This design comes from an exercise in tuning for small area, a short achievable clock period and few clock cycles per item on the open sky130 flow, not from production work. Only simulation tests tie the RTL to the original design; equivalence was not proved.

## sha256_engine
module sha256_engine (
    input  wire         clk,
    input  wire         rst,
    input  wire         in_valid,
    output wire         in_ready,
    input  wire         in_first,
    input  wire [511:0] in_block,
    output reg          out_valid,
    output wire [255:0] out_digest
);
Size: ~1100 flip-flops, ~770 I/O pins.
==> flow/config.mk <==
export PLATFORM = sky130hd
export DESIGN_NAME = sha256_engine
export DESIGN_NICKNAME = sha256_engine
export VERILOG_FILES = /design/flow/design.v
export SDC_FILE = /design/flow/constraint.sdc
export NUM_CORES = 4
export LEC_CHECK = 0
export CAP_MARGIN = 20
export CORE_MARGIN = 2
export CORE_UTILIZATION = 70
export CTS_CLUSTER_DIAMETER = 80
export CTS_CLUSTER_SIZE = 25
export SLEW_MARGIN = 20
==> flow/constraint.sdc <==
create_clock -name core_clock -period 10.0 [get_ports {clk}]
set_input_delay 2.0000 -clock core_clock [delete_from_list [all_inputs] [get_ports {clk}]]
set_output_delay 2.0000 -clock core_clock [all_outputs]
set_load 0.01 [all_outputs]
standard.sh (not shown) runs the stock make flow with config.mk's settings and CLKGATE_MAP_FILE= SYNTH_SCRIPT=/design/flow/synth_recipe.tcl, a recipe that flattens the netlist after the stock synthesis.
==> flow/flow/run.sh <==
#!/bin/bash
# Layout flow: the standard ORFS flow, with smaller port buffers and a
# tighter setup target for timing repair. Each make run logs to its own file.
set -euo pipefail
bash standard.sh synth > make_synth.log 2>&1
bash standard.sh \
    BUFFER_PORTS_ARGS="-buffer_cell sky130_fd_sc_hd__buf_1" \
    SETUP_SLACK_MARGIN=5 \
    finish > make_finish.log 2>&1
The starting point went through all stages and came out clean.
Testbench counts at the start, summed over its fixed seeds: cycles 50,384, blocks 787.
==> next run, changes <==
--- a/flow/flow/run.sh
+++ b/flow/flow/run.sh
@@ -6,4 +6,4 @@
 bash standard.sh \
     BUFFER_PORTS_ARGS="-buffer_cell sky130_fd_sc_hd__buf_1" \
-    SETUP_SLACK_MARGIN=5 \
+    SETUP_SLACK_MARGIN=6 \
     finish > make_finish.log 2>&1
- CORE_UTILIZATION: 70 -> 60
- CTS_CLUSTER_DIAMETER: 80 -> not set
- CTS_CLUSTER_SIZE: 25 -> 30
The new run completed, yet does not pass: max-capacitance violations, max-slew violations.
Final cell count came out higher by 8.4%.
Design area came out higher by about 16%.
Utilization came out lower by 0.80 points.
==> next run, changes <==
--- a/flow/flow/run.sh
+++ b/flow/flow/run.sh
@@ -6,4 +6,4 @@
 bash standard.sh \
     BUFFER_PORTS_ARGS="-buffer_cell sky130_fd_sc_hd__buf_1" \
-    SETUP_SLACK_MARGIN=6 \
+    SETUP_SLACK_MARGIN=4.6 \
     finish > make_finish.log 2>&1
- CORE_UTILIZATION: 60 -> 65
- CTS_CLUSTER_DIAMETER: not set -> 80
- CTS_CLUSTER_SIZE: 30 -> 25
This time the run finished with timing, DRC and antenna clean.
Global-route usage rose by 1.6 points.
Worst setup slack gets better by 0.15 ns.
Cell area fell by about a fifth.
Worst hold slack barely changes.
Critical path depth fell by 4.
First-iteration DRC count rose by a little under a tenth.
Clock skew rose by 0.035 ns.
Utilization fell by 5.9 points.
Routed wire length fell by a little under a tenth.
==> next run, changes <==
--- a/flow/flow/run.sh
+++ b/flow/flow/run.sh
@@ -6,4 +6,4 @@
 bash standard.sh \
     BUFFER_PORTS_ARGS="-buffer_cell sky130_fd_sc_hd__buf_1" \
-    SETUP_SLACK_MARGIN=4.6 \
+    SETUP_SLACK_MARGIN=5 \
     finish > make_finish.log 2>&1
- CORE_UTILIZATION: 65 -> 60
- CTS_CLUSTER_DIAMETER: 80 -> not set
- CTS_CLUSTER_SIZE: 25 -> 30
The changed run completed without violations.
Count of clock-buffer cells in the layout went up by 81.
Critical path depth came out higher by 2.
Die area increases by 8.2%.
Fmax climbs by about 6%.
Final area grows by about 5%.
Synthesized area does not change.
Global-route usage falls by 4.2 points.
Worst setup slack is better by 0.31 ns.

run 1:
sha256_engine again, from the RTL that the note above started with.
// sha256_engine
module sha256_engine (
    input  wire         clk,
    input  wire         rst,
    input  wire         in_valid,
    output wire         in_ready,
    input  wire         in_first,
    input  wire [511:0] in_block,
    output reg          out_valid,
    output wire [255:0] out_digest
);
==> flow/config.mk <==
export PLATFORM = sky130hd
export DESIGN_NAME = sha256_engine
export DESIGN_NICKNAME = sha256_engine
export VERILOG_FILES = /design/flow/design.v
export SDC_FILE = /design/flow/constraint.sdc
export NUM_CORES = 4
export LEC_CHECK = 0
export CAP_MARGIN = 20
export CORE_MARGIN = 2
export CORE_UTILIZATION = 65
export CTS_CLUSTER_DIAMETER = 80
export CTS_CLUSTER_SIZE = 25
export SLEW_MARGIN = 20
==> flow/constraint.sdc <==
create_clock -name core_clock -period 10.0 [get_ports {clk}]
set_input_delay 2.0000 -clock core_clock [delete_from_list [all_inputs] [get_ports {clk}]]
set_output_delay 2.0000 -clock core_clock [all_outputs]
set_load 0.01 [all_outputs]
==> flow/flow/run.sh <==
#!/bin/bash
# Layout flow: the standard ORFS flow, with smaller port buffers and a
# tighter setup target for timing repair. Each make run logs to its own file.
set -euo pipefail
bash standard.sh synth > make_synth.log 2>&1
bash standard.sh \
    BUFFER_PORTS_ARGS="-buffer_cell sky130_fd_sc_hd__buf_1" \
    SETUP_SLACK_MARGIN=5.4 \
    finish > make_finish.log 2>&1
Run 1 reached the final stage; the timing, design-rule and antenna checks on its layout passed.
Testbench counts of run 1, summed over its fixed seeds: cycles 50,384, blocks 787.
## Diff of input files: run 2 against run 1
Settings: a change of CTS_CLUSTER_SIZE from 25 to 20; a change of CTS_CLUSTER_DIAMETER from 80 to 100; a change of CORE_UTILIZATION from 65 to 70.
diff --git a/flow/flow/run.sh b/flow/flow/run.sh
--- a/flow/flow/run.sh
+++ b/flow/flow/run.sh
@@ -7,3 +7,3 @@
     BUFFER_PORTS_ARGS="-buffer_cell sky130_fd_sc_hd__buf_1" \
-    SETUP_SLACK_MARGIN=5.4 \
+    SETUP_SLACK_MARGIN=5 \
     finish > make_finish.log 2>&1
Run 2 | stages: all done | timing, DRC, antenna: all pass. Comparing run 2 and run 1, first-iteration detailed-routing DRC count is lower on run 1. Shortest clock period the worst path allows after layout sits higher in run 2 than in run 1. The higher peak per-stage delay on the critical path of run 2 and run 1 is in run 1. Final wirelength up about 9% in run 2 wrt run 1.
Changes in run 3 relative to run 2:
Settings: changing CTS_CLUSTER_SIZE from 20 to 40; removing CTS_CLUSTER_DIAMETER (formerly 100); setting CTS_BUF_LIST to sky130_fd_sc_hd__clkbuf_8 for the first time; changing CORE_UTILIZATION from 70 to 65.
## What came out
- The cell type of the slowest stage on the worst timing path comes out dfxtp_1 in one run and xnor2_1 in the other, namely in run 2 and run 3 respectively.
- The fraction of area in clock buffers and inverters in run 3 was higher than what run 2 gave.
- For the clock slew seen by the registers of the worst setup and hold paths, run 3 came in 20 ps lower than run 2 did.
- [run 3] total setup buffers inserted after CTS fell 14 relative to run 2
- Against run 2 as the reference, run 3 delivers a higher largest fanout on the critical path.
- Final critical path time including I/O delays and setup: run 3 vs run 2 down 210 ps
- Re width of the chip: run 2 was lower than run 3.

[separate check: timing with driven ports]
The flow's constraints put no driver on any port. The routed layouts listed below were extracted and timed again, unchanged, in two steps.
Step 1 (the two cells are an assumption about what drives the block):
set clk [get_ports {clk}]
set_driving_cell -lib_cell sky130_fd_sc_hd__clkbuf_16 $clk
set_driving_cell -lib_cell sky130_fd_sc_hd__buf_2 [delete_from_list [all_inputs] $clk]
Step 2, shift: input delay + t, output delay - t, t = (earliest + latest rising clock arrival at the registers) / 2. This alone moves slack from input paths to output paths.
Slacks: ideal ports / drivers / drivers and shift; pairs: ideal ports / drivers.
run	t (ns)	setup WS [ns]	cell pins on the clock port's net
the first run of note 1	0.755	4.795 / 4.795 / 4.795	1
the second run of note 1	0.820	4.565 / 4.565 / 4.565	1
the third run of note 1	0.800	4.711 / 4.711 / 4.711	1
the fourth run of note 1	0.791	5.023 / 5.023 / 4.934	1
run 1	0.815	4.991 / 4.991 / 4.991	1
run 2	0.754	4.737 / 4.737 / 4.737	1
run 3	0.964	4.948 / 4.948 / 4.870	1
The setup slack of the fourth run of note 1, which loses most, moves by 0.000 ns with the drivers and by -0.089 ns with both steps.
